Optimization exercise on an open flow, not production practice. RTL: at most simulated, not proved equivalent. Power: default activity.

`flow/config.mk`:
```
export PLATFORM = sky130hd
export DESIGN_NAME = glade_div
export DESIGN_NICKNAME = glade_div
export VERILOG_FILES = /design/flow/design.v
export SDC_FILE = /design/flow/constraint.sdc
export NUM_CORES = 4
export LEC_CHECK = 0
export CAP_MARGIN = 5
export CORE_MARGIN = 2
export CORE_UTILIZATION = 65
export PLACE_DENSITY = 0.8
export SLEW_MARGIN = 5
```
`flow/constraint.sdc`:
```
create_clock -name core_clock -period 5.0 [get_ports {clk}]
set_input_delay 1.0000 -clock core_clock [delete_from_list [all_inputs] [get_ports {clk}]]
set_output_delay 1.0000 -clock core_clock [all_outputs]
set_load 0.01 [all_outputs]
```
`flow/design.v`:
```
module glade_div (
    input  wire        clk,
    input  wire        rst,
    input  wire        start,
    input  wire [1:0]  op,
    input  wire [63:0] a,
    input  wire [63:0] b,
    output wire        ready,
    output wire        done,
    output wire [63:0] result
);
    reg st_s1, st_run, st_move, st_neg, st_done;
    reg rdy;
    reg [63:0] rem;        
    reg [67:0] opd;        
    reg        cin;        
    reg [63:0] bq;         
    reg [4:0]  cnt;        
    reg        want_rem;   
    reg        sa;         
    reg        sb;         
    reg        qsel;       
    function [6:0] nlz64(input [63:0] x);
        reg [15:0] v4;
        reg [31:0] c4;
        reg [7:0]  v8;
        reg [23:0] c8;
        reg [3:0]  v16;
        reg [15:0] c16;
        reg [1:0]  v32;
        reg [9:0]  c32;
        reg [3:0]  n;
        integer i;
        begin
            for (i = 0; i < 16; i = i + 1) begin
                n = x[4*i +: 4];
                v4[i] = |n;
                c4[2*i +: 2] = n[3] ? 2'd0 : n[2] ? 2'd1 : n[1] ? 2'd2 : 2'd3;
            end
            for (i = 0; i < 8; i = i + 1) begin
                v8[i] = v4[2*i+1] | v4[2*i];
                c8[3*i +: 3] = v4[2*i+1] ? {1'b0, c4[2*(2*i+1) +: 2]} : {1'b1, c4[2*(2*i) +: 2]};
            end
            for (i = 0; i < 4; i = i + 1) begin
                v16[i] = v8[2*i+1] | v8[2*i];
                c16[4*i +: 4] = v8[2*i+1] ? {1'b0, c8[3*(2*i+1) +: 3]} : {1'b1, c8[3*(2*i) +: 3]};
            end
            for (i = 0; i < 2; i = i + 1) begin
                v32[i] = v16[2*i+1] | v16[2*i];
                c32[5*i +: 5] = v16[2*i+1] ? {1'b0, c16[4*(2*i+1) +: 4]} : {1'b1, c16[4*(2*i) +: 4]};
            end
            if (v32[1])      nlz64 = {2'b00, c32[9:5]};
            else if (v32[0]) nlz64 = {2'b01, c32[4:0]};
            else             nlz64 = 7'd64;
        end
    endfunction
    wire [67:0] rx   = {4'b0000, rem};
    wire [67:0] opd2 = {opd[66:0], cin};
    wire [67:0] sum  = rx + opd + {67'd0, cin};
    wire [67:0] sum2 = rx + opd2 + {67'd0, cin};
    wire [67:0] cs_s = rx ^ opd ^ opd2;
    wire [67:0] cs_c = (rx & opd) | (rx & opd2) | (opd & opd2);
    wire [67:0] sum3 = cs_s + {cs_c[66:0], cin} + {67'd0, cin};
    wire        fit1 = ~sum[67];
    wire        fit2 = ~sum2[67];
    wire        fit3 = ~sum3[67];
    wire [63:0] rnext = fit3 ? sum3[63:0] : fit2 ? sum2[63:0] : sum[63:0];
    wire        a_neg = op[0] & a[63];
    wire        b_neg = op[0] & b[63];
    wire [63:0] ax    = a ^ {64{a_neg}};         
    wire [63:0] bx    = b ^ {64{b_neg}};         
    wire [6:0]  nla    = nlz64(ax);
    wire [6:0]  nlb    = nlz64(bx);
    wire [5:0]  nlb6   = nlb[6] ? 6'd63 : nlb[5:0];
    wire [7:0]  s8     = {2'b00, nlb6} + {7'd0, a_neg} - {1'b0, nla};
    wire        b_zero = ~|b;
    wire        skip   = s8[7] | b_zero;
    wire [63:0] accval = skip ? (op[1] ? a : {64{b_zero}}) : 64'd0;
    wire [67:0] bext  = {{4{sb}}, bq};
    wire [67:0] bsh   = (bext << {cnt, 1'b0}) ^ {68{~sb}};
    wire        neg   = want_rem ? sa : (sa ^ sb);
    wire        last  = (cnt == 5'd0);
    wire        busy  = st_s1 | st_run | st_move | st_neg;
    wire        acc   = rdy & start;
    wire        fin   = (acc & skip) | (st_run & last & ~neg) | st_neg;
    assign ready  = rdy;
    assign done   = st_done;
    assign result = qsel ? bq : rem;
    always @(posedge clk) begin
        if (rst) begin
            st_s1   <= 1'b0;
            st_run  <= 1'b0;
            st_move <= 1'b0;
            st_neg  <= 1'b0;
            st_done <= 1'b0;
            rdy     <= 1'b1;
        end else begin
            st_s1   <= acc & ~skip;
            st_run  <= st_s1 | (st_run & ~last);
            st_move <= st_run & last & neg & ~want_rem;
            st_neg  <= (st_run & last & neg & want_rem) | st_move;
            st_done <= fin;
            rdy     <= fin | (rdy & ~start);
        end
    end
    always @(posedge clk) begin
        if (st_run & fit1)
            rem <= rnext;
        else if (st_s1)
            rem <= sum[63:0];
        else if (st_neg)
            rem <= ~sum[63:0];
        else if (st_move)
            rem <= bq;
        else if (~busy)
            rem <= accval;
        if (~busy) begin
            opd      <= {4'b0000, ax};
            cin      <= a_neg;
            bq       <= b;
            cnt      <= s8[5:1];
            want_rem <= op[1];
            sa       <= a_neg;
            sb       <= b_neg;
            qsel     <= ~skip & ~op[1] & ~(a_neg ^ b_neg);
        end
        if (st_s1) begin
            opd <= bsh;
            cin <= ~sb;
            bq  <= 64'd0;
        end
        if (st_run) begin
            bq  <= {bq[61:0], fit2, fit1 & (fit3 | ~fit2)};
            cnt <= cnt - 5'd1;
            if (last) begin
                opd <= {68{1'b1}};
                cin <= 1'b0;
            end else begin
                opd <= {2'b11, opd[67:2]};
            end
        end
    end
endmodule
```
`flow/run.sh`:
```
#!/bin/bash
# synth_recipe.tcl (not shown) runs the flow's synth.tcl, then flattens the netlist and writes it again
# the make line also repeats each setting of config.mk as NAME=value (left out here)
make -C /OpenROAD-flow-scripts/flow DESIGN_CONFIG=/design/flow/config.mk WORK_HOME=/design/flow/orfs CLKGATE_MAP_FILE= SYNTH_SCRIPT=/design/flow/synth_recipe.tcl finish
```
==> results of run 1 <==
==> final timing paths <==
check	startpoint	endpoint	slack [ns]	depth (start not counted)
setup / recovery	a[18]	rem[40]	-0.46	27
hold / removal	rdy	st_s1	0.50	2
setup reg to reg	opd[6]	rem[58]	-0.19	14
hold reg to reg	rdy	st_s1	0.50	2
==> power breakdown <==
group / internal, W / switching [W] / leakage (nW)
Clock: 0.00111 / 0.000908 / 0.398
Combinational: 0.00957 / 0.0156 / 14.2
Sequential: 0.00259 / 0.00134 / 2.29
Total: 0.0133 / 0.0178 / 16.9
==> metal layers <==
| metal | wire (um) | vias up |
|---|---|---|
| li1 | - | 17200 |
| met1 | 52500 | 18700 |
| met2 | 60400 | 3862 |
| met3 | 28500 | 1024 |
| met4 | 12900 | 10 |
| met5 | 211 | - |
==> sequential cells by signal, indices dropped and copies added (netlist names), 5 cells and up <==
signal,cells
bq,64
cnt,5
opd,68
rem,64
==> worst min-delay path: stages, from the launching register on <==
cell and delay (ns):
dfxtp_1 0.33, nand2_1 0.09, nor3_1 0.05
==> cell type report <==
type | count | area [sq um]
repair buffers | 679 | 5920
clock inverters | 17 | 196
inverters | 107 | 415
well taps | 680 | 851
clock buffers | 27 | 653
repair inverters | 1 | 6.26
diodes | 2 | 5.00
multi-input cells | 3751 | 26600
fillers | 3534 | 10300
flip-flops and latches | 212 | 6300
==> kinds of logic (layout without fill, tap and decap cells) <==
logic type / count (synthesis) / count (layout)
AND/OR/NAND/NOR: 1361 / 1361
adder cells (fa/ha/maj): 281 / 281
AO/OA/AOI/OAI: 1556 / 1556
multiplexers: 251 / 251
buffers and inverters: 399 / 831
other: 0 / 2
XOR/XNOR: 302 / 302
flip-flops: 212 / 212
==> per-stage QoR <==
| stage | hold WS, ns | TNS, ns |
|---|---|---|
| 6_report | 0.501 | -18.65 |
| 5_1_grt | 0.529 | -26.48 |
| 4_1_cts | 0.501 | -8.01 |
| 3_5_place_dp | 0.462 | -92.41 |
| 3_3_place_gp | 0.453 | -82.98 |
| 2_1_floorplan | 0.443 | -5.94 |
==> synthesized netlist by cell type (34+ instances only) <==
| library cell | number |
|---|---|
| o211ai_1 | 50 |
| inv_1 | 102 |
| and2_1 | 38 |
| nand3_1 | 94 |
| o21bai_1 | 55 |
| o21ai_0 | 363 |
| a211oi_1 | 66 |
| nand2_1 | 516 |
| nand4_1 | 66 |
| and3_1 | 37 |
| nor3_1 | 74 |
| xnor2_1 | 216 |
| edfxtp_1 | 205 |
| nor2_1 | 340 |
| buf_2 | 34 |
| a21o_1 | 92 |
| ha_1 | 213 |
| mux2_2 | 99 |
| o22a_1 | 53 |
| xor2_1 | 85 |
| a21oi_1 | 464 |
| mux2i_1 | 117 |
| nor2b_1 | 34 |
| a31oi_1 | 56 |
| o22ai_1 | 36 |
| clkbuf_1 | 215 |
| nand2b_1 | 37 |
| fa_1 | 68 |
==> timing repair <==
item / CTS / global route
resized for setup: 112 / 141
pin swaps: 56 / 77
setup buffers: 22 / 12
hold buffers: 0 / 0
setup endpoints to repair: 69 / 67
gates cloned: 2 / 0
==> impl_metrics.tcl, run 1 <==
set metrics [dict create \
    outcome "finished with violations" \
    failed_layout_checks "setup timing" \
    synth.area.mux_share_pct 8.95 \
    area_growth_pct 21.4 \
    post_synth_inst_count 4362 \
    grt.busiest_layer "met2" \
    drt.antenna.violating_nets 0 \
    initial_utilization_pct 65.8 \
    max_cap_viol_count 0 \
    cellPowerDensity_nw_per_um2 759 \
    synth_compound_gate_area_share_pct 29.2 \
    worst-path-buf-inv 5 \
    mappedNetlistArea_sq_um 33700 \
    num_vias 40700 \
    die_w_um 232 \
    hold_violations 0 \
    vias_per_cell 7.43 \
    arrival_time_at_the_worst_endpoint_ns 5.89 \
    synthDominantCellAreaShare_pct 18.2 \
    worst_path_largest_cell_delay_ns 0.36 \
    grtUsageTotal_pct 54.4 \
    grt_pass1_vias 36800 \
    finish.cell_count_without_fillers 5476 \
    worst_clock_skew_ns 0.0317 \
    detail_route.first_pass.iterations 10 \
    place_congestion 1.17 \
    cts_tree "built" \
    post_synth_xor_xnor_area_pct 7.86 \
    async_reset_ff_share_pct 0 \
    drt-wirelength-per-cell_um 28.2 \
    first_iter_violations 7990 \
    layout.cells.most_common "nand2_1" \
    synth-main-ff-cell "edfxtp_1" \
    port-buffer-count 198 \
    grt_max_degree 101 \
    cp_data_required_time_ns 5.43 \
    dpl.cell_count 5398 \
    cts_max_level 1 \
    hold_removal_path_class "flip-flop to flip-flop" \
    slew_headroom_pct 16.4 \
    post-layout-total-power_w 0.0311 \
    fin_ws_ns -0.459 \
    post-dp-hpwl_mm 117 \
    finalInstanceArea_sq_um 41000 \
    criticalPathCategory "primary input to flip-flop" \
    numCtsBuffers 24 \
    max_freq_ghz 0.183 \
    grt_pass1_wl_mm 221 \
    std_cell_rows 83 \
    die_height_um 232 \
    floorplan.io_pins 199 \
    clock_sinks 212 \
    ir_worst_vdd_mv 0.383 \
    dominant_combinational_cell_family_by_area_after_synthesis "compound AO/OA/AOI/OAI gates" \
    layout.core_utilization_pct 79.9 \
    route.final.wire_length_mm 155 \
    yosys.area.top_type "edfxtp_1" \
    design.core.area_sq_um 51300 \
    avgSynthCellArea_sq_um 7.74 \
    cp_endpoint_kind "flip-flop" \
    transition_at_the_pin_with_the_smallest_max_transition_slack_ns 1.25 \
    layout_common_cells "nand2_1, buf_4, a21oi_1" \
    cellLeakagePower_nw 16.9 \
    m3_gr_usage_pct 23.0 \
    met1_usage_pct 68.6 \
    postSynthRegisterBits 212 \
    synthAdderAreaFrac_pct 11.9 \
    cp_top_family "compound AO/OA/AOI/OAI gates" \
    critical_path.startpoint_type "primary input" \
    synth_simple_gate_area_share_pct 18.6 \
    slew_viol_final 0 \
    antenna_found_initial 3 \
    cells_taking_the_most_area_after_synthesis "edfxtp_1, ha_1, a21oi_1" \
    cts_max_path_buffers 3 \
    grt_use_met2_pct 76.2 \
    crit_path_max_fanout 6 \
    shortest_period_the_worst_path_allows_ns 5.46 \
    placedInstanceArea_sq_um 39100 \
    synthDistinctLibCells 106 \
    critPathMostFrequentCell "a21oi_1" \
    worstSkewPairLatency_ns 0.59 \
    global_route.overflow_total 0 \
    fin_nets 5190 \
    number_of_synthesized_flops_with_an_enable_pin 205 \
    rsz0062_at_grt "yes" \
    drcViolationCount 0 \
    die-area_sq_um 53800 \
    synth_fp_nets 4776 \
    post_route_cells_drive_above_1_share_pct 17.6 \
    slowest_stage_cell_cp "dlygate4sd2_1" \
    total_number_of_yosys_warnings 1 \
    sequential_element_share_of_the_synthesized_area_pct 18.7 \
    worst_setup_hold_path_clk_slew_ns 0.08 \
    dp_slack_ns -1.53 \
    setup_viol_count_final 64 \
    post-route-period-util_pct 109 \
    ctsRootBufferMaster "clkbuf_16" \
]
Testbench counts, summed over its fixed seeds: cycles 24,582, items 2,400.
==> inputs of run 2 (changes only) <==
--- a/flow/config.mk
+++ b/flow/config.mk
@@ -6,7 +6,7 @@
 export NUM_CORES = 4
 export LEC_CHECK = 0
-export CAP_MARGIN = 5
+export CAP_MARGIN = 20
 export CORE_MARGIN = 2
-export CORE_UTILIZATION = 65
-export PLACE_DENSITY = 0.8
-export SLEW_MARGIN = 5
+export CORE_UTILIZATION = 40
+export PLACE_DENSITY = 0.6
+export SLEW_MARGIN = 20
==> run 2 against run 1 <==
  * Global-route usage decreased by 17 points
  * The layout still fails its checks (setup timing)
  * Total power grew 2.7%
  * Die area up 61%
  * First-iteration DRC count fell by 36%
  * Wire length rose by 9.7%
  * Critical path depth shrank 6
  * Maximum frequency up 4.7%
  * Synthesized cell count unchanged
  * Register-to-register slack better by 0.23 ns
  * Clock power rose by 4%
==> impl_metrics.tcl, run 2 <==
set metrics [dict create \
    filler_cell_count 8351 \
    arrival_time_at_the_worst_endpoint_ns 5.68 \
    number_of_synthesized_flops_with_an_enable_pin 205 \
    worstSkewPairLatency_ns 0.60 \
    yosys.area.top_type "edfxtp_1" \
    max_cap_viol_count 0 \
    async_reset_ff_share_pct 0 \
    post_route_cells_drive_above_1_share_pct 18.9 \
    std_cell_rows 106 \
    grt_pass1_vias 35900 \
    shortest_period_the_worst_path_allows_ns 5.21 \
    failed_layout_checks "setup timing" \
    first_iter_violations 5111 \
    path_cells "clkdlybuf4s50_1, nor3_1, o21ai_0, o211ai_1, a221o_1, nand2_1, o211ai_1, ha_4, ha_4, and4b_1, o211a_1, o21ai_2, a21oi_2, o31ai_4, and2_4, buf_12, buf_8, o21ai_2, and4_1, a211oi_2, a31o_2" \
    post_synth_inst_count 4362 \
    slew_viol_final 0 \
    hold_removal_path_class "flip-flop to flip-flop" \
    cellLeakagePower_nw 17.2 \
    drcViolationCount 0 \
    placedInstanceArea_sq_um 40300 \
    numCtsBuffers 26 \
    synth_fp_nets 4776 \
    cts_max_level 1 \
    slowest_stage_cell_cp "clkdlybuf4s50_1" \
    area_growth_pct 24.4 \
    power.sequential.fraction_pct 12.2 \
    fin_nets 5265 \
    worst_clock_skew_ns 0.0166 \
    initial_utilization_pct 40.4 \
    route.final.wire_length_mm 169 \
    slew_headroom_pct 12.1 \
    synthDominantCellAreaShare_pct 18.2 \
    synthDistinctLibCells 106 \
    worst_setup_hold_path_clk_slew_ns 0.07 \
    drt-wirelength-per-cell_um 28.5 \
    criticalPathCategory "primary input to flip-flop" \
    place_congestion 1.06 \
    worst_r2r_startpoint "opd[4]" \
    crit_path_max_fanout 7 \
    largest_registers "opd x68, bq x64, rem x64" \
    post-route-period-util_pct 104 \
    ir_worst_vdd_mv 0.394 \
    detail_route.first_pass.iterations 6 \
    antenna_found_initial 8 \
    drt.antenna.violating_nets 0 \
    layout.cells.most_common "buf_4" \
    grt_pass1_wl_mm 241 \
    largest_reg_flops 68 \
    die_w_um 294 \
    port-buffer-count 198 \
    clkPwrFrac_pct 6.6 \
    setup-tns-final_ns -4.00 \
    finalInstanceArea_sq_um 42000 \
    hold_violations 0 \
    die_height_um 294 \
    cp_endpoint_kind "flip-flop" \
    worst_path_largest_cell_delay_ns 0.64 \
    hold_path_startpoint "rdy" \
    synth-main-ff-cell "edfxtp_1" \
    design.core.area_sq_um 83600 \
    cellPowerDensity_nw_per_um2 761 \
    top_register "opd" \
    layout_common_cells "buf_4, nand2_1, a21oi_1" \
    ctsRootBufferMaster "clkbuf_16" \
    synth_commonest_cells "nand2_1, a21oi_1, o21ai_0" \
    rsz0062_at_grt "yes" \
    postSynthRegisterBits 212 \
    mappedNetlistArea_sq_um 33700 \
    fin_ws_ns -0.215 \
    cts_max_path_buffers 3 \
    p_int_w 0.0138 \
    floorplan.io_pins 199 \
    comb_power_share_pct 81.2 \
    num_vias 38100 \
    grtUsageTotal_pct 37.8 \
    cells_taking_the_most_area_after_synthesis "edfxtp_1, ha_1, a21oi_1" \
    p_sw_share_pct 56.8 \
    switching_power_w 0.0182 \
    max_freq_ghz 0.192 \
    sequential_element_share_of_the_synthesized_area_pct 18.7 \
    clock_sinks 212 \
    avgSynthCellArea_sq_um 7.74 \
    post-dp-hpwl_mm 137 \
    vias_per_cell 6.40 \
    post-layout-total-power_w 0.0319 \
    global_route.overflow_total 0 \
    cp_data_required_time_ns 5.46 \
    outcome "finished with violations" \
    minimum_setup_slack_among_reg_to_reg_paths_ns 0.04 \
    grt_max_degree 153 \
    die-area_sq_um 86700 \
    transition_at_the_pin_with_the_smallest_max_transition_slack_ns 1.31 \
    worstSetupStartpoint "a[16]" \
    total_number_of_yosys_warnings 1 \
    yosysMostFrequentCell "nand2_1" \
    setup_viol_count_final 45 \
    cts_tree "built" \
    critical_path.startpoint_type "primary input" \
]
==> run 2: repair_timing <==
action,4_1_cts,5_1_grt
hold buffers,0,0
setup buffers,14,12
pin swaps,55,68
endpoints found under the setup margin,67,64
gates resized for setup,141,104
==> run 2: path summary, 6_finish.rpt <==
kind | depth (start not counted) | endpoint
hold / removal | 2 | st_s1
hold reg to reg | 2 | st_s1
setup / recovery | 21 | rem[44]
setup reg to reg | 17 | rem[41]
==> run 2: power groups by stage <==
| stage | Clock (W) | Combinational (W) | Sequential (W) |
|---|---|---|---|
| after floorplan | 0 | 0.0162 | 0.00315 |
| after global placement | 0 | 0.0250 | 0.00380 |
| after detailed placement | 0 | 0.0248 | 0.00380 |
| after CTS | 0.00211 | 0.0251 | 0.00377 |
| after global routing | 0.00215 | 0.0277 | 0.00388 |
| final | 0.00211 | 0.0259 | 0.00389 |
==> run 2: metal layers <==
metal  global-route usage (%)  vias to the layer above  part of all wire, %
met3                     8.69                      310                   12
met2                     55.0                     2126                   41
met5                        0                        -               0.0077
met4                     14.6                        2                  4.3
li1                         -                    17300                    -
met1                     53.9                    18400                   43
==> run 2: cell type report <==
cell class	count	area [sq um]	share of cell area, %
tap	1080	1350	3.22
multi-input combinational	3751	26600	63.3
clock inverter	12	150	0.358
timing repair buffer	753	6420	15.3
clock buffer	36	759	1.81
inverter	107	412	0.981
antenna	2	5.00	0.0119
sequential	212	6300	15.0
==> run 2: critical path, delay by kind of cell <==
| family | cells | cell delay, ns |
|---|---|---|
| compound gates | 11 | 2.34 |
| fa+ha+maj | 2 | 0.53 |
| simple gates | 5 | 0.87 |
| buf+inv | 3 | 0.91 |
==> run 2: metrics by stage <==
stage	setup WS, ns	hold slack, ns	util (%)	instances
floorplan	-0.220	0.443	-	4362
finish	-0.215	0.469	50.2	5953
CTS	-0.125	0.472	49.8	5941
detailed placement	-1.46	0.469	48.2	5880
global placement	-1.42	0.456	48.2	5880
global route	-0.388	0.504	50.2	5951
==> run 2: cells by family (layout without fill, tap and decap cells) <==
group | Yosys count | in the layout | share of synthesized area, %
AO/OA/AOI/OAI | 1556 | 1556 | 29.2
XOR/XNOR | 302 | 302 | 7.86
adder cells (fa/ha/maj) | 281 | 281 | 11.9
buffers and inverters | 399 | 908 | 4.76
flip-flops | 212 | 212 | 18.7
multiplexers | 251 | 251 | 8.95
other | 0 | 2 | 0
AND/OR/NAND/NOR | 1361 | 1361 | 18.6
==> inputs of run 3 (changes only) <==
--- a/flow/design.v
+++ b/flow/design.v
@@ -21,4 +21,6 @@
     reg        sb;         
     reg        qsel;       
+    reg        sk;         
+    reg        dz;         
     function [6:0] nlz64(input [63:0] x);
         reg [15:0] v4;
@@ -76,5 +78,5 @@
     wire        b_zero = ~|b;
     wire        skip   = s8[7] | b_zero;
-    wire [63:0] accval = skip ? (op[1] ? a : {64{b_zero}}) : 64'd0;
+    wire [63:0] skipres = want_rem ? (opd[63:0] ^ {64{sa}}) : {64{dz}};
     wire [67:0] bext  = {{4{sb}}, bq};
     wire [67:0] bsh   = (bext << {cnt, 1'b0}) ^ {68{~sb}};
@@ -86,5 +88,5 @@
     assign ready  = rdy;
     assign done   = st_done;
-    assign result = qsel ? bq : rem;
+    assign result = sk ? skipres : qsel ? bq : rem;
     always @(posedge clk) begin
         if (rst) begin
@@ -114,5 +116,5 @@
             rem <= bq;
         else if (~busy)
-            rem <= accval;
+            rem <= 64'd0;
         if (~busy) begin
             opd      <= {4'b0000, ax};
@@ -123,5 +125,7 @@
             sa       <= a_neg;
             sb       <= b_neg;
-            qsel     <= ~skip & ~op[1] & ~(a_neg ^ b_neg);
+            qsel     <= ~op[1] & ~(a_neg ^ b_neg);
+            sk       <= skip;
+            dz       <= b_zero;
         end
         if (st_s1) begin
--- a/flow/config.mk
+++ b/flow/config.mk
@@ -6,7 +6,7 @@
 export NUM_CORES = 4
 export LEC_CHECK = 0
-export CAP_MARGIN = 20
+export CAP_MARGIN = 0
 export CORE_MARGIN = 2
 export CORE_UTILIZATION = 40
 export PLACE_DENSITY = 0.6
-export SLEW_MARGIN = 20
+export SLEW_MARGIN = 0
==> run 3 against run 2 <==
  * Now clean on timing, DRC and antenna
  * Cell area decreased by 1.0%
  * Global-route usage decreased by 4.3 points
  * Critical endpoint is now rdy
  * First-iteration DRC count decreased by 14%
  * Synthesized cell count increased by 1.3%
  * Combinational power decreased by 24%
  * Sequential power decreased by 9.5%
  * Core utilization decreased by 1.4 points
  * Sequential share of layout area increased by 0.30 points
==> impl_metrics.tcl, run 3 <==
set metrics [dict create \
    finish.cell_count_without_fillers 5989 \
    post_synth_inst_count 4420 \
    vias_per_cell 6.27 \
    total_area_of_multi_input_combinational_cells_sq_um 26600 \
    port-buffer-count 198 \
    cellLeakagePower_nw 17.1 \
    cts_max_level 1 \
    die_w_um 297 \
    avgSynthCellArea_sq_um 7.78 \
    clock_sinks 214 \
    post-route-period-util_pct 98.1 \
    synth_commonest_cells "a21oi_1, nand2_1, nor2_1" \
    slowest_stage_cell_cp "clkdlybuf4s50_1" \
    grtUsageTotal_pct 33.5 \
    hold_removal_path_class "flip-flop to flip-flop" \
    grt_max_degree 129 \
    ir_worst_vdd_mv 0.285 \
    arrival_time_at_the_worst_endpoint_ns 5.39 \
    cells_taking_the_most_area_after_synthesis "edfxtp_1, a21oi_1, ha_1" \
    cellPowerDensity_nw_per_um2 603 \
    crit_path_max_fanout 3 \
    post-dp-hpwl_mm 125 \
    top_register "opd" \
    place_congestion 1.05 \
    drt-wirelength-per-cell_um 25.7 \
    max_cap_viol_count 0 \
    floorplan.io_pins 199 \
    setup_viol_count_final 0 \
    total_number_of_yosys_warnings 1 \
    critical_path.startpoint_type "primary input" \
    layout.core_utilization_pct 48.8 \
    post_route_cells_drive_above_1_share_pct 14.1 \
    async_reset_ff_share_pct 0 \
    largest_registers "opd x68, bq x64, rem x64" \
    global_route.overflow_total 0 \
    cts_hold_buffers 0 \
    rsz0062_at_grt "yes" \
    hold_violations 0 \
    postSynthRegisterBits 214 \
    design.core.area_sq_um 85100 \
    slew_headroom_pct 29.6 \
    area_growth_pct 20.8 \
    worst_path_largest_cell_delay_ns 0.46 \
    layout.cells.most_common "a21oi_1" \
    numCtsBuffers 26 \
    route.final.wire_length_mm 154 \
    die-area_sq_um 88300 \
    fin_nets 5239 \
    initial_utilization_pct 40.4 \
    slew_viol_final 0 \
    first_iter_violations 4396 \
    criticalPathCategory "primary input to flip-flop" \
    outcome "no timing/DRC/antenna violations" \
    cp_endpoint_kind "flip-flop" \
    largest_reg_flops 68 \
    area.sequential_sq_um 6360 \
    filler_cell_count 8544 \
    layout_common_cells "a21oi_1, buf_4, nand2_1" \
    num_vias 37600 \
    worst_clock_skew_ns 0.0219 \
    synthDistinctLibCells 105 \
    number_of_synthesized_flops_with_an_enable_pin 207 \
    grt_pass1_vias 35500 \
    grt_pass1_wl_mm 227 \
    detail_route.first_pass.iterations 7 \
    ctsRootBufferMaster "clkbuf_16" \
    worst_setup_hold_path_clk_slew_ns 0.06 \
    synth-main-ff-cell "edfxtp_1" \
    synthDominantCellAreaShare_pct 18.1 \
    cp_data_required_time_ns 5.48 \
    max_freq_ghz 0.204 \
    mappedNetlistArea_sq_um 34400 \
    worst_hold_slack_after_final_layout_ns 0.587 \
    dpl.cell_count 5938 \
    num_antenna_cells 0 \
    std_cell_rows 107 \
    drt.antenna.violating_nets 0 \
    worstSkewPairLatency_ns 0.59 \
    synth_fp_nets 4834 \
    antenna_found_initial 0 \
    critPathMostFrequentCell "o21ai_1" \
    die_height_um 297 \
    sequential_element_share_of_the_synthesized_area_pct 18.5 \
    yosys.area.top_type "edfxtp_1" \
    cts_max_path_buffers 3 \
    drcViolationCount 0 \
    cts_tree "built" \
    shortest_period_the_worst_path_allows_ns 4.91 \
    transition_at_the_pin_with_the_smallest_max_transition_slack_ns 1.06 \
    yosysMostFrequentCell "a21oi_1" \
    minimum_setup_slack_among_reg_to_reg_paths_ns 0.11 \
]
-- run 3: changes by cell type after synthesis, moves of 36 or more --
cell / change
o21ai_0: -36
a21oi_1: +73
mux2i_1: +46
nand2_1: -96
a22o_1: +64
a221oi_1: +40
mux2_2: -69
xnor2_1: +69
-- run 3: critical path, delay by kind of cell --
kind / cells / cell delay, ns
AND/OR/NAND/NOR: 2 / 0.54
multiplexers: 1 / 0.13
AO/OA/AOI/OAI: 16 / 2.48
buffers and inverters: 4 / 0.82
adder cells (fa/ha/maj): 2 / 0.41
-- run 3: kinds of logic (layout without fill, tap and decap cells) --
family / Yosys count / in the layout / share of synthesized area (%)
buffers and inverters: 431 / 856 / 5.06
adder cells (fa/ha/maj): 281 / 281 / 11.7
multiplexers: 222 / 222 / 7.59
AO/OA/AOI/OAI: 1642 / 1642 / 30.7
flip-flops: 214 / 214 / 18.5
XOR/XNOR: 375 / 375 / 9.63
AND/OR/NAND/NOR: 1255 / 1255 / 16.8
-- run 3: final timing paths --
| kind | cells after the start | to | start |
|---|---|---|---|
| max reg2reg | 16 | rem[11] | opd[1] |
| min reg2reg | 1 | rdy | rdy |
| min | 1 | rdy | rdy |
| max | 25 | rdy | a[7] |
-- run 3: final cells by class --
type | instances | area share [%]
tap | 1144 | 3.44
inverter | 126 | 1.16
clock inverter | 19 | 0.400
clock buffer | 29 | 1.62
timing repair buffer | 682 | 14.1
multi-input combinational | 3775 | 64.0
sequential | 214 | 15.3
-- run 3: power breakdown --
part	leakage [nW]	switching, W	total (W)	internal, W
sequential	2.35	0.00105	0.00352	0.00246
combinational	14.4	0.0118	0.0196	0.00780
clock	0.406	0.000906	0.00195	0.00104
total	17.1	0.0138	0.0251	0.0113
-- run 3: timing repair --
item	CTS	global route
pin swaps	0	22
gates resized for setup	14	52
setup buffers	0	3
setup endpoints to repair	6	124
-- run 3: per-stage QoR --
step                      instance area, sq um  setup WS, ns  TNS, ns  total power, W
final                                    41600        0.0945        0          0.0251
after global routing                     41600        -0.164   -0.231          0.0267
after CTS                                41300       0.00278        0          0.0245
after detailed placement                 40500        -0.858    -5.51          0.0224
after global placement                   40500        -0.799    -4.95          0.0224
after floorplan                          34400        0.0525        0          0.0159
-- run 3: metal layers --
| metal | routed length [um] | global-route usage, % |
|---|---|---|
| met3 | 15900 | 6.18 |
| met1 | 64600 | 46.3 |
| met2 | 66000 | 50.9 |
| met4 | 7570 | 14.7 |
| met5 | 0 | 0 |
Testbench counts of run 3, summed over its fixed seeds: cycles 24,582, items 2,400.
==> inputs of run 4 (changes only) <==
--- a/flow/config.mk
+++ b/flow/config.mk
@@ -6,7 +6,7 @@
 export NUM_CORES = 4
 export LEC_CHECK = 0
-export CAP_MARGIN = 0
+export CAP_MARGIN = 20
 export CORE_MARGIN = 2
 export CORE_UTILIZATION = 40
 export PLACE_DENSITY = 0.6
-export SLEW_MARGIN = 0
+export SLEW_MARGIN = 20
==> run 4 against run 3 <==
  * Cell area is the same
  * Setup slack is the same
  * Sequential share of layout area stayed put
  * Worst hold slack is the same
  * Combinational power about the same
  * Via count unchanged
  * Clock-buffer cell count unchanged
  * First-iteration DRC count did not move
  * Critical path depth is the same
  * Highest routed layer unchanged
  * Wire length unchanged
  * Core utilization did not move
  * Total power unchanged
==> impl_metrics.tcl, run 4 <==
set metrics [dict create \
    outcome "no timing/DRC/antenna violations" \
    drt-wirelength-per-cell_um 25.7 \
    ctsRootBufferMaster "clkbuf_16" \
    cells_taking_the_most_area_after_synthesis "edfxtp_1, a21oi_1, ha_1" \
    cts_tree "built" \
    global_route.overflow_total 0 \
    drt.antenna.violating_nets 0 \
    yosys.area.top_type "edfxtp_1" \
    die_height_um 297 \
    synth_fp_nets 4834 \
    layout_common_cells "a21oi_1, buf_4, nand2_1" \
    worstSkewPairLatency_ns 0.59 \
    post-route-period-util_pct 98.1 \
    cp_data_required_time_ns 5.48 \
    yosysMostFrequentCell "a21oi_1" \
    num_antenna_cells 0 \
    cts_max_path_buffers 3 \
    cp_endpoint_kind "flip-flop" \
    post-dp-hpwl_mm 125 \
    dp_slack_ns -0.858 \
    max_cap_viol_count 0 \
    grt_max_degree 129 \
    avgSynthCellArea_sq_um 7.78 \
    grtUsageTotal_pct 33.5 \
    setup_viol_count_final 0 \
    port-buffer-count 198 \
    design.core.area_sq_um 85100 \
    largest_reg_flops 68 \
    max_freq_ghz 0.204 \
    die_w_um 297 \
    worst_setup_hold_path_clk_slew_ns 0.06 \
    num_vias 37600 \
    hold_violations 0 \
    clock_sinks 214 \
    std_cell_rows 107 \
    crit_path_max_fanout 3 \
    top_register "opd" \
    synthDistinctLibCells 105 \
    die-area_sq_um 88300 \
    mappedNetlistArea_sq_um 34400 \
    initial_utilization_pct 40.4 \
    grt_pass1_vias 35500 \
    worst_path_largest_cell_delay_ns 0.46 \
    route.final.wire_length_mm 154 \
    antenna_found_initial 0 \
    async_reset_ff_share_pct 0 \
    largest_registers "opd x68, bq x64, rem x64" \
    number_of_synthesized_flops_with_an_enable_pin 207 \
    sequential_element_share_of_the_synthesized_area_pct 18.5 \
    transition_at_the_pin_with_the_smallest_max_transition_slack_ns 1.06 \
    cellPowerDensity_nw_per_um2 603 \
    first_iter_violations 4396 \
    cellLeakagePower_nw 17.1 \
    postSynthRegisterBits 214 \
    synthDominantCellAreaShare_pct 18.1 \
    ir_worst_vdd_mv 0.285 \
    shortest_period_the_worst_path_allows_ns 4.91 \
    slew_viol_final 0 \
    slowest_stage_cell_cp "clkdlybuf4s50_1" \
    cts_max_level 1 \
    detail_route.first_pass.iterations 7 \
    drcViolationCount 0 \
    vias_per_cell 6.27 \
    place_congestion 1.05 \
    fin_nets 5239 \
    post_synth_inst_count 4420 \
    total_number_of_yosys_warnings 1 \
    synth-main-ff-cell "edfxtp_1" \
    layout.cells.most_common "a21oi_1" \
    worst-path-buf-inv 4 \
    worst_hold_slack_after_final_layout_ns 0.587 \
    critical_path.startpoint_type "primary input" \
    cp_top_family "compound AO/OA/AOI/OAI gates" \
    worst_clock_skew_ns 0.0219 \
    floorplan.io_pins 199 \
    critPathMostFrequentCell "o21ai_1" \
    cts_hold_buffers 0 \
    post_route_cells_drive_above_1_share_pct 14.1 \
    grt_pass1_wl_mm 227 \
    criticalPathCategory "primary input to flip-flop" \
    arrival_time_at_the_worst_endpoint_ns 5.39 \
    area_growth_pct 20.8 \
    slew_headroom_pct 29.6 \
    synth_commonest_cells "a21oi_1, nand2_1, nor2_1" \
    hold_removal_path_class "flip-flop to flip-flop" \
    fin_ws_ns 0.0945 \
    rsz0062_at_grt "yes" \
    numCtsBuffers 26 \
]
## run 4: cell counts after synthesis
Identical to the previous run, type by type.
## run 4: cells by family after synthesis
family,Yosys count,synth area share (%)
compound gates,1642,30.7
xor+xnor,375,9.63
fa+ha+maj,281,11.7
buf+inv,431,5.06
flops,214,18.5
mux,222,7.59
simple gates,1255,16.8
## run 4: final cells by class
cell class                      instances  area, sq um
Tap cell                             1144         1430
Fill cell                            8544        43600
Clock inverter                         19          166
Inverter                              126          480
Timing Repair Buffer                  682         5840
Clock buffer                           29          672
Multi-Input combinational cell       3775        26600
Sequential cell                       214         6360
## run 4: path summary, 6_finish.rpt
check | start | end | slack [ns] | depth (start not counted)
worst max register to register | opd[1] | rem[11] | 0.11 | 16
worst max-delay path | a[7] | rdy | 0.09 | 25
worst min-delay path | rdy | rdy | 0.59 | 1
worst min register to register | rdy | rdy | 0.59 | 1
## run 4: worst reg2reg max path: stages (launching register included)
cell	delay (ns)
edfxtp_1	0.52
buf_4	0.20
ha_1	0.36
o21ai_1	0.11
a221oi_2	0.51
nand2_1	0.11
o211ai_1	0.18
nand4_1	0.43
a211o_1	0.53
a2111oi_2	0.44
nor3_2	0.12
buf_12	0.18
buf_12	0.19
buf_12	0.24
mux2i_1	0.11
o21ai_0	0.21
o21ai_0	0.16
## run 4: report_power, final
part	total, W	internal, W	switching, W
clock	0.00195	0.00104	0.000906
sequential	0.00352	0.00246	0.00105
combinational	0.0196	0.00780	0.0118
## run 4: stage by stage
stage	instances	utilization, %	power [W]	cell area [sq um]	setup TNS (ns)
after floorplan	4420	-	0.0159	34400	0
after global placement	5938	47.5	0.0224	40500	-4.95
after detailed placement	5938	47.5	0.0224	40500	-5.51
after CTS	5986	48.6	0.0245	41300	0
after global routing	5989	48.8	0.0267	41600	-0.231
final	5989	48.8	0.0251	41600	0
## run 4: per-layer routing
metal / vias to the layer above / track usage [%] / wire (um)
met5: - / 0 / 0
met4: 0 / 14.7 / 7570
met3: 318 / 6.18 / 15900
met2: 2024 / 50.9 / 66000
met1: 17800 / 46.3 / 64600
li1: 17400 / - / -
## run 4: timing repair
action / in CTS / in global routing
gates resized for setup: 14 / 52
pin swaps: 0 / 22
setup buffers: 0 / 3
setup endpoints to repair: 6 / 124
==> inputs of run 5 (changes only) <==
--- a/flow/design.v
+++ b/flow/design.v
@@ -57,11 +57,35 @@
         end
     endfunction
+    function [67:0] add68(input [67:0] x, input [67:0] y, input ci);
+        reg [67:0] g, p;
+        integer i, l;
+        begin
+            p = x ^ y;
+            g = x & y;
+            g[0] = g[0] | (p[0] & ci);
+            add68[0] = p[0] ^ ci;
+            for (l = 0; l < 7; l = l + 1)
+                for (i = 67; i >= 0; i = i - 1)
+                    if ((i % (2 << l)) == (2 << l) - 1) begin
+                        g[i] = g[i] | (p[i] & g[i - (1 << l)]);
+                        p[i] = p[i] & p[i - (1 << l)];
+                    end
+            for (l = 5; l >= 0; l = l - 1)
+                for (i = 67; i >= 0; i = i - 1)
+                    if (i >= (3 << l) - 1 && (i % (2 << l)) == (1 << l) - 1) begin
+                        g[i] = g[i] | (p[i] & g[i - (1 << l)]);
+                        p[i] = p[i] & p[i - (1 << l)];
+                    end
+            for (i = 1; i < 68; i = i + 1)
+                add68[i] = x[i] ^ y[i] ^ g[i - 1];
+        end
+    endfunction
     wire [67:0] rx   = {4'b0000, rem};
     wire [67:0] opd2 = {opd[66:0], cin};
-    wire [67:0] sum  = rx + opd + {67'd0, cin};
-    wire [67:0] sum2 = rx + opd2 + {67'd0, cin};
+    wire [67:0] sum  = add68(rx, opd, cin);
+    wire [67:0] sum2 = add68(rx, opd2, cin);
     wire [67:0] cs_s = rx ^ opd ^ opd2;
     wire [67:0] cs_c = (rx & opd) | (rx & opd2) | (opd & opd2);
-    wire [67:0] sum3 = cs_s + {cs_c[66:0], cin} + {67'd0, cin};
+    wire [67:0] sum3 = add68(cs_s, {cs_c[66:0], cin}, cin);
     wire        fit1 = ~sum[67];
     wire        fit2 = ~sum2[67];
@@ -79,6 +103,12 @@
     wire        skip   = s8[7] | b_zero;
     wire [63:0] skipres = want_rem ? (opd[63:0] ^ {64{sa}}) : {64{dz}};
-    wire [67:0] bext  = {{4{sb}}, bq};
-    wire [67:0] bsh   = (bext << {cnt, 1'b0}) ^ {68{~sb}};
+    reg  [67:0] bsl;
+    integer k;
+    always @* begin
+        bsl = {{4{sb}}, bq};
+        for (k = 4; k >= 0; k = k - 1)
+            if (cnt[k]) bsl = bsl << (2 << k);
+    end
+    wire [67:0] bsh   = bsl ^ {68{~sb}};
     wire        neg   = want_rem ? sa : (sa ^ sb);
     wire        last  = (cnt == 5'd0);
--- a/flow/config.mk
+++ b/flow/config.mk
@@ -9,4 +9,6 @@
 export CORE_MARGIN = 2
 export CORE_UTILIZATION = 40
+export GPL_TIMING_DRIVEN = 0
 export PLACE_DENSITY = 0.6
+export SETUP_SLACK_MARGIN = 0.2
 export SLEW_MARGIN = 20
==> run 5 against run 4 <==
  * Still clean
  * Global-route usage is 0.11 points lower
  * Non-clock buffer count down 137
  * Cell area down 12%
  * Sequential cell count is the same
  * Setup slack better by 0.18 ns
  * Combinational power shrank 23%
  * Largest power group unchanged
  * Highest routed layer unchanged
==> impl_metrics.tcl, run 5 <==
set metrics [dict create \
    layout.core_utilization_pct 48.3 \
    first_iter_violations 3540 \
    post_route_cells_drive_above_1_share_pct 9.29 \
    largest_registers "opd x68, bq x64, rem x64" \
    global_route.overflow_total 0 \
    max_freq_ghz 0.212 \
    floorplan.io_pins 199 \
    cp_endpoint_kind "flip-flop" \
    avgSynthCellArea_sq_um 8.47 \
    post-route-period-util_pct 94.5 \
    postSynthRegisterBits 214 \
    synth.area.mux_share_pct 7.64 \
    worstSetupStartpoint "opd[14]" \
    synthAdderAreaFrac_pct 19.0 \
    number_of_synthesized_flops_with_an_enable_pin 207 \
    hold_removal_path_class "flip-flop to flip-flop" \
    cts_tree "built" \
    yosys.area.top_type "edfxtp_1" \
    detail_route.first_pass.iterations 7 \
    critical_path.startpoint_type "flip-flop" \
    criticalPathCategory "flip-flop to flip-flop" \
    arrival_time_at_the_worst_endpoint_ns 5.05 \
    outcome "no timing/DRC/antenna violations" \
    std_cell_rows 101 \
    drt-wirelength-per-cell_um 27.1 \
    finish.cell_count_without_fillers 4991 \
    post-dp-hpwl_mm 106 \
    ir_worst_vdd_mv 0.310 \
    post_synth_xor_xnor_area_pct 8.51 \
    die_height_um 281 \
    whs_path_depth 2 \
    clock_sinks 214 \
    numCtsBuffers 25 \
    num_vias 30900 \
    cellPowerDensity_nw_per_um2 568 \
    shortest_period_the_worst_path_allows_ns 4.72 \
    die-area_sq_um 78900 \
    max_cap_viol_count 0 \
    ctsRootBufferMaster "clkbuf_16" \
    setup_viol_count_final 0 \
    grt_pass1_vias 29700 \
    worst_setup_hold_path_clk_slew_ns 0.07 \
    die_w_um 281 \
    cts_max_path_buffers 3 \
    synth_commonest_cells "a21oi_1, nand2_1, nor2_1" \
    hold_path_startpoint "rdy" \
    num_antenna_cells 0 \
    layout_common_cells "a21oi_1, nand2_1, nor2_1" \
    mappedNetlistArea_sq_um 30700 \
    design.core.area_sq_um 75900 \
    slew_headroom_pct 14.1 \
    rsz0062_at_grt "yes" \
    cellLeakagePower_nw 15.3 \
    total_number_of_yosys_warnings 1 \
    worst_r2r_startpoint "opd[14]" \
    drcViolationCount 0 \
    transition_at_the_pin_with_the_smallest_max_transition_slack_ns 1.29 \
    synth_compound_gate_area_share_pct 26.2 \
    worst_hold_slack_after_final_layout_ns 0.476 \
    sequential_element_share_of_the_synthesized_area_pct 20.7 \
    largest_reg_flops 68 \
    dominant_combinational_cell_family_by_area_after_synthesis "compound AO/OA/AOI/OAI gates" \
    cts_max_level 1 \
    yosysMostFrequentCell "a21oi_1" \
    cts_hold_buffers 0 \
    cells_taking_the_most_area_after_synthesis "edfxtp_1, fa_1, ha_1" \
    vias_per_cell 6.20 \
    place_congestion 1.05 \
    drt.antenna.violating_nets 0 \
    crit_path_max_fanout 4 \
    worstSkewPairLatency_ns 0.59 \
    synthDominantCellAreaShare_pct 20.3 \
    dpl.cell_count 4846 \
    worst_clock_skew_ns 0.0309 \
    synth-main-ff-cell "edfxtp_1" \
    grt_max_degree 36 \
    slew_viol_final 0 \
    area_growth_pct 19.6 \
    cp_data_required_time_ns 5.32 \
    grt_pass1_wl_mm 195 \
    post_synth_inst_count 3620 \
    hold_violations 0 \
    layout.cells.most_common "a21oi_1" \
    reg2reg_depth 14 \
    grtUsageTotal_pct 33.4 \
    initial_utilization_pct 40.4 \
    fin_nets 4444 \
    synthDistinctLibCells 78 \
    async_reset_ff_share_pct 0 \
    port-buffer-count 187 \
    synth_simple_gate_area_share_pct 12.4 \
    synth_fp_nets 4121 \
    top_register "opd" \
    antenna_found_initial 0 \
    route.final.wire_length_mm 135 \
]
run 5: cell count changes in the layout (fill, tap and decap cells not counted), moves of 95 or more:
cell,previous run,this run
buf_4,465,107
clkbuf_1,2,137
a21oi_1,534,402
o21ai_0,315,189
nor2_1,367,255
nand2_1,417,319
xnor2_1,284,189
run 5: area by class of cell:
cell class | count | area, sq um
Timing Repair Buffer | 295 | 2810
Clock inverter | 17 | 236
Multi-Input combinational cell | 2968 | 23400
Tap cell | 1030 | 1290
Inverter | 189 | 719
Clock buffer | 28 | 637
Sequential cell | 214 | 6360
Buffer | 250 | 1210
Fill cell | 7408 | 39300
run 5: per-stage QoR:
| step | total power, W | worst slack, ns | setup TNS (ns) | cell area (sq um) |
|---|---|---|---|---|
| 2_1_floorplan | 0.0132 | 0.210 | 0 | 30700 |
| 4_1_cts | 0.0202 | 0.196 | 0 | 36000 |
| 6_report | 0.0208 | 0.276 | 0 | 36700 |
| 3_3_place_gp | 0.0175 | -2.98 | -579.94 | 33900 |
| 5_1_grt | 0.0224 | 0.124 | 0 | 36700 |
| 3_5_place_dp | 0.0176 | -2.46 | -241.19 | 34100 |
run 5: path summary, 6_finish.rpt:
path	end	slack [ns]
min reg2reg	st_s1	0.48
min	st_s1	0.48
max	rem[62]	0.28
max reg2reg	rem[62]	0.28
run 5: critical path, cell delays in order, from the launching register on:
cell and delay, ns:
edfxtp_1 0.55, ha_1 0.42, and4_1 0.28, nand3_1 0.17, a311o_2 0.45, a2111oi_4 0.67, o2111ai_4 0.26, a21boi_2 0.21
a21o_1 0.22, inv_1 0.06, o21ai_1 0.25, a31o_2 0.22, fa_1 0.42, a21oi_1 0.14, o221ai_1 0.13
run 5: kinds of logic after synthesis:
family / count (synthesis)
buffers and inverters: 439
DFF: 214
AOI/OAI and AO/OA: 1220
and+or+nand+nor: 854
muxes: 227
adders and majority gates: 368
xor gates and xnor gates: 298
run 5: per-layer routing:
| metal | global-route usage (%) | routed length [um] | part of all wire [%] |
|---|---|---|---|
| met5 | 0 | 0 | 0 |
| met4 | 18.6 | 8690 | 6.4 |
| met3 | 8.12 | 14300 | 11 |
| met2 | 50.6 | 57500 | 43 |
| met1 | 43.6 | 54700 | 40 |
run 5: timing repair:
action | 4_1_cts | 5_1_grt
buffers inserted | 49 | 49
resized for setup | 219 | 99
setup endpoints to repair | 152 | 105
pin swaps | 43 | 45
cloned | 1 | 0
run 5: report_power, final:
| group | total (W) | leakage, nW | internal, W | switching, W |
|---|---|---|---|---|
| Clock | 0.00207 | 0.415 | 0.00118 | 0.000887 |
| Combinational | 0.0151 | 12.6 | 0.00636 | 0.00870 |
| Sequential | 0.00370 | 2.33 | 0.00258 | 0.00113 |
Testbench counts of run 5, summed over its fixed seeds: cycles 24,582, items 2,400.
==> inputs of run 6 (changes only) <==
--- a/flow/config.mk
+++ b/flow/config.mk
@@ -11,4 +11,4 @@
 export GPL_TIMING_DRIVEN = 0
 export PLACE_DENSITY = 0.6
-export SETUP_SLACK_MARGIN = 0.2
+export SETUP_SLACK_MARGIN = 0.8
 export SLEW_MARGIN = 20
==> run 6 against run 5 <==
  * Still clean on timing, DRC and antenna
  * Sequential power fell by 1%
  * Clock power barely moved
  * Total power rose by 16%
  * Setup slack improved by 0.16 ns
  * Core utilization rose by 4.4 points
  * Combinational power rose by 23%
  * Via count rose by 3.8%
  * Clock skew fell by 0.014 ns
  * Maximum frequency rose by 3.4%
  * Sequential cell count did not move
  * Non-clock buffer count rose by 153
  * Synthesized cell count did not move
  * Critical path type is now primary input to flip-flop
  * Largest cell class unchanged
==> impl_metrics.tcl, run 6 <==
set metrics [dict create \
    outcome "no timing/DRC/antenna violations" \
    total_number_of_yosys_warnings 1 \
    setup_viol_count_final 0 \
    ctsRootBufferMaster "clkbuf_16" \
    path_cells "dlygate4sd2_1, or4_4, o22a_4, nor3_4, nand2_1, o211ai_1, ha_2, inv_2, ha_1, nor3b_2, o21ai_1, a21boi_1, o21ai_1, a21boi_1, o21a_1, o21bai_4, a31o_4, a211o_1" \
    slew_headroom_pct 17.4 \
    place_congestion 1.01 \
    whs_path_depth 2 \
    floorplan.io_pins 199 \
    arrival_time_at_the_worst_endpoint_ns 5.05 \
    die-area_sq_um 78900 \
    hold_path_startpoint "rdy" \
    synth.area.mux_share_pct 7.64 \
    minimum_setup_slack_among_reg_to_reg_paths_ns 0.45 \
    critical_path.startpoint_type "primary input" \
    area_growth_pct 30.6 \
    numCtsBuffers 27 \
    route.final.wire_length_mm 145 \
    worst_clock_skew_ns 0.0173 \
    sequential_element_share_of_the_synthesized_area_pct 20.7 \
    worst_setup_hold_path_clk_slew_ns 0.06 \
    async_reset_ff_share_pct 0 \
    cp_endpoint_kind "flip-flop" \
    layout.core_utilization_pct 52.7 \
    worst-path-buf-inv 2 \
    area.sequential_sq_um 6360 \
    worstSetupStartpoint "b[19]" \
    number_of_synthesized_flops_with_an_enable_pin 207 \
    hold_violations 0 \
    die_w_um 281 \
    synth-main-ff-cell "edfxtp_1" \
    synth_fp_nets 4121 \
    worstReg2RegEnd "rem[45]" \
    criticalPathCategory "primary input to flip-flop" \
    fin_nets 4602 \
    grt_pass1_vias 30300 \
    post-route-period-util_pct 91.4 \
    finalInstanceArea_sq_um 40100 \
    yosys.area.top_type "edfxtp_1" \
    min_delay_worst_endpoint "st_s1" \
    slowest_stage_cell_cp "or4_4" \
    drt-wirelength-per-cell_um 28.2 \
    die_height_um 281 \
    cts_max_level 1 \
    cts_tree "built" \
    std_cell_rows 101 \
    grt_max_degree 25 \
    num_vias 32100 \
    cp_num_cells 18 \
    port-buffer-count 187 \
    grtUsageTotal_pct 35.3 \
    post-dp-hpwl_mm 108 \
    vias_per_cell 6.23 \
    grt_pass1_wl_mm 205 \
    mappedNetlistArea_sq_um 30700 \
    ir_worst_vdd_mv 0.317 \
    filler_cell_count 7116 \
    max_freq_ghz 0.219 \
    synth_commonest_cells "a21oi_1, nand2_1, nor2_1" \
    post_synth_inst_count 3620 \
    setup-tns-final_ns 0 \
    cp_data_required_time_ns 5.48 \
    clock_sinks 214 \
    global_route.overflow_total 0 \
    largest_reg_flops 68 \
    cells_taking_the_most_area_after_synthesis "edfxtp_1, fa_1, ha_1" \
    avgSynthCellArea_sq_um 8.47 \
    drt.antenna.violating_nets 0 \
    worstSkewPairLatency_ns 0.60 \
    slew_viol_final 0 \
    yosysMostFrequentCell "a21oi_1" \
    cellLeakagePower_nw 16.7 \
    post_synth_xor_xnor_area_pct 8.51 \
    design.core.area_sq_um 75900 \
    antenna_found_initial 2 \
    synth_compound_gate_area_share_pct 26.2 \
    layout.cells.most_common "a21oi_1" \
    drcViolationCount 0 \
    dp_slack_ns -2.15 \
    synthDominantCellAreaShare_pct 20.3 \
    post_route_cells_drive_above_1_share_pct 19.7 \
    cp_top_family "compound AO/OA/AOI/OAI gates" \
    worst_hold_slack_after_final_layout_ns 0.521 \
    worst_path_largest_cell_delay_ns 0.58 \
    synthDistinctLibCells 78 \
    worst_r2r_startpoint "rem[0]" \
    placedInstanceArea_sq_um 34200 \
    postSynthRegisterBits 214 \
    crit_path_max_fanout 6 \
    largest_registers "opd x68, bq x64, rem x64" \
    dominant_combinational_cell_family_by_area_after_synthesis "compound AO/OA/AOI/OAI gates" \
    cts_max_path_buffers 3 \
    first_iter_violations 3242 \
    cellPowerDensity_nw_per_um2 606 \
    layout_common_cells "a21oi_1, nand2_1, nor2_1" \
    top_register "opd" \
    synth_simple_gate_area_share_pct 12.4 \
    reg2reg_depth 21 \
    cts_hold_buffers 0 \
    synthAdderAreaFrac_pct 19.0 \
    rsz0062_at_grt "yes" \
    transition_at_the_pin_with_the_smallest_max_transition_slack_ns 1.24 \
    fin_ws_ns 0.432 \
    max_cap_viol_count 0 \
    hold_removal_path_class "flip-flop to flip-flop" \
    initial_utilization_pct 40.4 \
    total_area_of_multi_input_combinational_cells_sq_um 24900 \
    shortest_period_the_worst_path_allows_ns 4.57 \
    detail_route.first_pass.iterations 6 \
]
[run 6: kinds of logic after synthesis]
family,count (synthesis)
compound gates,1220
xor+xnor,298
fa+ha+maj,368
buf+inv,439
flops,214
mux,227
simple gates,854
[run 6: worst reg2reg max path, stage by stage (launching register included)]
cell	delay (ns)
edfxtp_1	0.38
inv_2	0.07
fa_2	0.40
fa_2	0.39
nor2b_4	0.14
o2111ai_2	0.14
a211o_4	0.41
buf_6	0.14
a211oi_4	0.24
nor3b_4	0.09
o21ai_2	0.19
buf_4	0.16
a21oi_4	0.06
o21a_1	0.22
buf_4	0.14
buf_6	0.11
fa_2	0.37
xor2_2	0.17
a221oi_2	0.24
a21oi_1	0.07
nand2_1	0.09
o221ai_2	0.08
[run 6: cell type report]
type                       count  area share (%)
sequential                   214            15.9
tap                         1030            3.22
timing repair buffer         448            10.7
buffer                       250            3.96
antenna                        2          0.0125
inverter                     189            1.83
clock inverter                15           0.378
clock buffer                  34            1.85
multi-input combinational   2971            62.2
[run 6: routing by layer]
metal | global-route usage (%) | up-vias | share of wire (%) | routed length [um]
met5 | 0 | - | 0.013 | 19
met4 | 18.4 | 4 | 6.1 | 8920
met1 | 47.3 | 15600 | 41 | 58800
li1 | - | 14300 | - | -
met2 | 53.3 | 1807 | 43 | 62700
met3 | 7.74 | 403 | 10 | 14600
[run 6: report_power, final]
group	internal [W]	switching, W	total [W]
combinational	0.00822	0.0103	0.0185
sequential	0.00258	0.00108	0.00365
clock	0.00116	0.000912	0.00207
total	0.0120	0.0123	0.0243
[run 6: worst max path at each step]
stage | to | slack (ns)
after detailed placement | st_done | -2.15
after CTS | result[33] | 0.36
after global placement | st_done | -2.14
final | rdy | 0.43
after global routing | rem[46] | 0.27
after floorplan | rdy | 0.38
[run 6: through the flow]
| stage | instances | total power, W |
|---|---|---|
| 3_5_place_dp | 4846 | 0.0179 |
| 4_1_cts | 5070 | 0.0218 |
| 3_3_place_gp | 4837 | 0.0178 |
| 6_report | 5153 | 0.0243 |
| 2_1_floorplan | 3620 | 0.0133 |
| 5_1_grt | 5151 | 0.0259 |
[run 6: repair_timing]
action,4_1_cts,5_1_grt
gates cloned,7,12
setup endpoints to repair,254,206
setup buffers,168,68
resized for setup,509,356
pin swaps,160,165
==> inputs of run 7 (changes only) <==
--- a/flow/config.mk
+++ b/flow/config.mk
@@ -11,4 +11,4 @@
 export GPL_TIMING_DRIVEN = 0
 export PLACE_DENSITY = 0.6
-export SETUP_SLACK_MARGIN = 0.8
+export SETUP_SLACK_MARGIN = 0.5
 export SLEW_MARGIN = 20
==> run 7 against run 6 <==
  * Sequential cell count is the same
  * Total power fell by 9.3%
  * Cell area shrank 5.0%
  * Clock-buffer cell count down 4
  * Combinational power is 12% lower
  * Maximum frequency is 1.4% lower
  * Sequential power is essentially flat
  * Highest routed layer is now met4
==> impl_metrics.tcl, run 7 <==
set metrics [dict create \
    outcome "no timing/DRC/antenna violations" \
    port-buffer-count 187 \
    sequential_element_share_of_the_synthesized_area_pct 20.7 \
    synthAdderAreaFrac_pct 19.0 \
    max_cap_viol_count 0 \
    synth-main-ff-cell "edfxtp_1" \
    layout.core_utilization_pct 50.1 \
    cp_data_required_time_ns 5.33 \
    layout.cells.most_common "a21oi_1" \
    criticalPathCategory "flip-flop to flip-flop" \
    synthDistinctLibCells 78 \
    dominant_combinational_cell_family_by_area_after_synthesis "compound AO/OA/AOI/OAI gates" \
    slew_headroom_pct 18.9 \
    yosys.area.top_type "edfxtp_1" \
    clkPwrFrac_pct 9.2 \
    cellPowerDensity_nw_per_um2 579 \
    synth_commonest_cells "a21oi_1, nand2_1, nor2_1" \
    avgSynthCellArea_sq_um 8.47 \
    max_freq_ghz 0.216 \
    die_w_um 281 \
    drt-wirelength-per-cell_um 27.6 \
    post-dp-hpwl_mm 107 \
    grt_pass1_vias 29800 \
    synth_compound_gate_area_share_pct 26.2 \
    power.sequential.fraction_pct 16.7 \
    top_register "opd" \
    grt_pass1_wl_mm 201 \
    critical_path.startpoint_type "flip-flop" \
    std_cell_rows 101 \
    filler_cell_count 7330 \
    synthDominantCellAreaShare_pct 20.3 \
    crit_path_max_fanout 5 \
    detail_route.first_pass.iterations 6 \
    post_synth_inst_count 3620 \
    die-area_sq_um 78900 \
    number_of_synthesized_flops_with_an_enable_pin 207 \
    shortest_period_the_worst_path_allows_ns 4.63 \
    global_route.overflow_total 0 \
    post_route_cells_drive_above_1_share_pct 14.8 \
    clock_sinks 214 \
    hold_violations 0 \
    layout_common_cells "a21oi_1, nand2_1, nor2_1" \
    hold_removal_path_class "flip-flop to flip-flop" \
    yosysMostFrequentCell "a21oi_1" \
    synth_simple_gate_area_share_pct 12.4 \
    cts_tree "built" \
    postSynthRegisterBits 214 \
    post_synth_xor_xnor_area_pct 8.51 \
    largest_registers "opd x68, bq x64, rem x64" \
    cts_max_level 1 \
    area_growth_pct 24.0 \
    route.final.wire_length_mm 140 \
    mappedNetlistArea_sq_um 30700 \
    first_iter_violations 3382 \
    num_vias 31600 \
    cells_taking_the_most_area_after_synthesis "edfxtp_1, fa_1, ha_1" \
    worst_hold_slack_after_final_layout_ns 0.490 \
    post-layout-total-power_w 0.0220 \
    vias_per_cell 6.22 \
    fin_nets 4530 \
    comb_power_share_pct 74.1 \
    post-route-period-util_pct 92.6 \
    p_int_w 0.0107 \
    largest_reg_flops 68 \
    place_congestion 1.05 \
    drt.antenna.violating_nets 0 \
    total_number_of_yosys_warnings 1 \
    initial_utilization_pct 40.4 \
    synth_fp_nets 4121 \
    floorplan.io_pins 199 \
    p_sw_share_pct 51.3 \
    drcViolationCount 0 \
    worst_clock_skew_ns 0.0209 \
    cp_endpoint_kind "flip-flop" \
    slew_viol_final 0 \
    grt_max_degree 23 \
    async_reset_ff_share_pct 0 \
    cellLeakagePower_nw 15.9 \
    worst_setup_hold_path_clk_slew_ns 0.07 \
    switching_power_w 0.0113 \
    die_height_um 281 \
    design.core.area_sq_um 75900 \
    grtUsageTotal_pct 34.6 \
    cts_max_path_buffers 3 \
    numCtsBuffers 27 \
    ir_worst_vdd_mv 0.281 \
    worstSkewPairLatency_ns 0.60 \
    transition_at_the_pin_with_the_smallest_max_transition_slack_ns 1.22 \
    rsz0062_at_grt "yes" \
    arrival_time_at_the_worst_endpoint_ns 4.96 \
    synth.area.mux_share_pct 7.64 \
    antenna_found_initial 1 \
    setup_viol_count_final 0 \
    ctsRootBufferMaster "clkbuf_16" \
]
## run 7: cell types whose count changed in the layout (fill, tap and decap cells not counted), moves of 14 or more
cell | previous run | this run
a21oi_1 | 340 | 387
a21oi_2 | 46 | 20
a21oi_4 | 23 | 2
buf_12 | 28 | 5
buf_4 | 202 | 186
buf_6 | 33 | 9
clkbuf_16 | 45 | 31
o221ai_1 | 25 | 58
o221ai_2 | 41 | 10
## run 7: cells by family after synthesis
group,count (synthesis)
DFF,214
muxes,227
xor gates and xnor gates,298
adders and majority gates,368
buffers and inverters,439
AOI/OAI and AO/OA,1220
and+or+nand+nor,854
## run 7: worst max-delay path, cell delays in order, from the launching register on
cell       delay (ns)
edfxtp_1         0.42
inv_2            0.08
fa_2             0.38
fa_2             0.41
nor2b_4          0.14
o2111ai_2        0.14
a211o_4          0.43
a21boi_4         0.19
a21boi_4         0.11
o31ai_4          0.28
buf_12           0.17
buf_6            0.10
a21oi_4          0.07
o21ai_2          0.20
buf_4            0.13
inv_2            0.03
fa_2             0.37
xor2_4           0.17
a221oi_2         0.26
a21oi_1          0.07
nand2_1          0.11
o221ai_2         0.08
## run 7: final cells by class
cell class	count	area [sq um]	area share (%)
buffer	250	1290	3.39
clock buffer	30	687	1.81
timing repair buffer	376	3380	8.88
multi-input combinational	2971	24100	63.4
clock inverter	17	175	0.461
antenna	5	12.5	0.0329
tap	1030	1290	3.39
inverter	189	734	1.93
sequential	214	6360	16.7
## run 7: layer usage
layer	vias up	wire, um	global-route usage (%)
met4	0	8260	16.5
met2	1768	60400	53.1
met1	15300	57500	46.8
met3	373	14000	6.75
li1	14100	-	-
met5	-	0	0
## run 7: stage by stage
stage	TNS (ns)	instances	setup slack, ns	instance area (sq um)
final	0	5082	0.370	38000
after floorplan	0	3620	0.381	30800
after global routing	0	5077	0.255	38000
after CTS	0	5013	0.366	36900
after global placement	-262.02	4837	-1.99	34000
after detailed placement	-211.76	4846	-1.93	34200
## run 7: final timing paths
path                             start       to  slack (ns)  cells past startpoint
worst max-delay path            opd[0]  rem[61]        0.37                     21
worst min-delay path               rdy    st_s1        0.49                      2
worst min register to register     rdy    st_s1        0.49                      2
worst max register to register  opd[0]  rem[61]        0.37                     21
## run 7: what timing repair did
item                       CTS  global route
buffers inserted           116            63
hold buffers                 0             0
gates cloned                 4             0
resized for setup          388           190
setup endpoints to repair  185           114
pin swaps                  105           112
## run 7: power groups by stage
stage	combinational (W)	sequential [W]	clock (W)
finish	0.0163	0.00367	0.00203
global route	0.0178	0.00369	0.00207
CTS	0.0152	0.00366	0.00202
detailed placement	0.0139	0.00379	0
global placement	0.0138	0.00379	0
floorplan	0.0101	0.00320	0
==> inputs of run 8 (changes only) <==
--- a/flow/config.mk
+++ b/flow/config.mk
@@ -9,6 +9,4 @@
 export CORE_MARGIN = 2
 export CORE_UTILIZATION = 40
-export GPL_TIMING_DRIVEN = 0
 export PLACE_DENSITY = 0.6
-export SETUP_SLACK_MARGIN = 0.5
 export SLEW_MARGIN = 20
==> run 8 against run 7 <==
  * First-iteration DRC count fell by 18%
  * Largest power group unchanged
  * Clock skew is 0.0051 ns higher
  * Highest routed layer is now met5
  * Register-to-register slack got worse by 0.22 ns
  * Setup slack lost 0.26 ns
  * Total power fell by 6.1%
==> impl_metrics.tcl, run 8 <==
set metrics [dict create \
    outcome "no timing/DRC/antenna violations" \
    max_freq_ghz 0.204 \
    critical_path.startpoint_type "primary input" \
    die_height_um 281 \
    arrival_time_at_the_worst_endpoint_ns 5.35 \
    post-route-period-util_pct 97.9 \
    post-dp-hpwl_mm 90.0 \
    route.final.wire_length_mm 117 \
    yosysMostFrequentCell "a21oi_1" \
    cellLeakagePower_nw 16.2 \
    switching_power_w 0.0101 \
    power.sequential.fraction_pct 17.0 \
    place_congestion 0.997 \
    die-area_sq_um 78900 \
    cellPowerDensity_nw_per_um2 546 \
    synth_simple_gate_area_share_pct 12.4 \
    minimum_setup_slack_among_reg_to_reg_paths_ns 0.15 \
    cts_max_path_buffers 3 \
    hold_violations 0 \
    num_vias 30200 \
    shortest_period_the_worst_path_allows_ns 4.89 \
    async_reset_ff_share_pct 0 \
    drcViolationCount 0 \
    worst_path_largest_cell_delay_ns 0.42 \
    setup-tns-final_ns 0 \
    grt_max_degree 237 \
    worst_clock_skew_ns 0.0260 \
    initial_utilization_pct 40.4 \
    std_cell_rows 101 \
    worst_setup_hold_path_clk_slew_ns 0.06 \
    synth_commonest_cells "a21oi_1, nand2_1, nor2_1" \
    path_cells "clkdlybuf4s50_1, or3_1, o31ai_4, buf_6, nand2_1, a41oi_2, o311ai_2, buf_4, a211oi_2, nor2_1, o211ai_1, ha_1, ha_1, nor3b_2, o21ai_1, a21boi_1, o21ai_2, a21boi_2, o21a_1, o21bai_2, a31o_2, a211o_1" \
    layout.cells.most_common "buf_4" \
    layout_common_cells "buf_4, a21oi_1, nand2_1" \
    grtUsageTotal_pct 29.3 \
    rsz0062_at_grt "yes" \
    global_route.overflow_total 0 \
    ir_worst_vdd_mv 0.302 \
    cells_taking_the_most_area_after_synthesis "edfxtp_1, fa_1, ha_1" \
    drt-wirelength-per-cell_um 23.0 \
    synthDistinctLibCells 78 \
    slew_headroom_pct 19.1 \
    antenna_found_initial 4 \
    synth-main-ff-cell "edfxtp_1" \
    yosys.area.top_type "edfxtp_1" \
    clkPwrFrac_pct 10.1 \
    p_sw_share_pct 48.9 \
    detail_route.first_pass.iterations 5 \
    post_synth_inst_count 3620 \
]
## run 8: cell count changes in the layout (fill, tap and decap cells not counted), moves of 16 or more
cell and delta:
buf_4 +248, clkbuf_1 -126, clkdlybuf4s50_1 +105, buf_1 -53, dlygate4sd2_1 -46, clkbuf_2 -28
buf_2 -21, a221oi_1 +18, a221oi_2 -18, a21oi_1 +16
## run 8: cell families (layout without fill, tap and decap cells)
group / Yosys count / count (layout)
AOI/OAI and AO/OA: 1220 / 1220
xor gates and xnor gates: 298 / 298
and+or+nand+nor: 854 / 854
other: 0 / 1
adders and majority gates: 368 / 368
DFF: 214 / 214
buffers and inverters: 439 / 888
muxes: 227 / 227
## run 8: power groups by stage
| stage | Clock, W | Combinational, W | Sequential (W) |
|---|---|---|---|
| floorplan | 0 | 0.0100 | 0.00320 |
| global placement | 0 | 0.0144 | 0.00352 |
| detailed placement | 0 | 0.0146 | 0.00352 |
| CTS | 0.00210 | 0.0148 | 0.00349 |
| global route | 0.00216 | 0.0168 | 0.00357 |
| finish | 0.00209 | 0.0151 | 0.00352 |
## run 8: what timing repair did
item,4_1_cts,5_1_grt
setup buffers,3,4
gates resized for setup,21,57
pin swaps,7,19
endpoints found under the setup margin,68,34
hold endpoints to repair,0,0
## run 8: how the worst max path moves through the flow
stage                       from      end  slack [ns]  cells after the start
after floorplan            a[63]      rdy        0.02                     23
after global placement     op[0]      rdy       -0.82                     21
after detailed placement   op[0]      rdy       -0.95                     23
after CTS                 opd[0]  rem[55]       0.008                     22
after global routing       a[47]      rdy       -0.11                     22
final                      a[47]      rdy        0.11                     22
## run 8: routing by layer
layer / GRT usage [%] / vias to the layer above / routed length, um
li1: - / 14200 / -
met1: 42.5 / 14500 / 53100
met2: 44.1 / 1306 / 50200
met3: 4.50 / 198 / 9900
met4: 10.2 / 6 / 4000
met5: 0 / - / 41
## run 8: layout make-up
cell class	count	area, sq um
fillers	7271	38100
multi-input cells	2967	23000
flip-flops and latches	214	6360
repair buffers	649	5570
well taps	1030	1290
inverters	189	712
clock buffers	29	683
clock inverters	21	218
diodes	1	2.50
## run 8: stage by stage
stage / cells / utilization (%) / hold WS [ns]
2_1_floorplan: 3620 / - / 0.483
3_3_place_gp: 5041 / 48.1 / 0.510
3_5_place_dp: 5041 / 48.1 / 0.531
4_1_cts: 5094 / 49.4 / 0.540
5_1_grt: 5100 / 49.8 / 0.559
6_report: 5100 / 49.8 / 0.538
## run 8: critical path: cells and delay by family
| kind | cells | cell delay [ns] |
|---|---|---|
| AO/OA/AOI/OAI | 13 | 2.35 |
| buffers and inverters | 3 | 0.72 |
| AND/OR/NAND/NOR | 4 | 0.69 |
| adder cells (fa/ha/maj) | 2 | 0.56 |
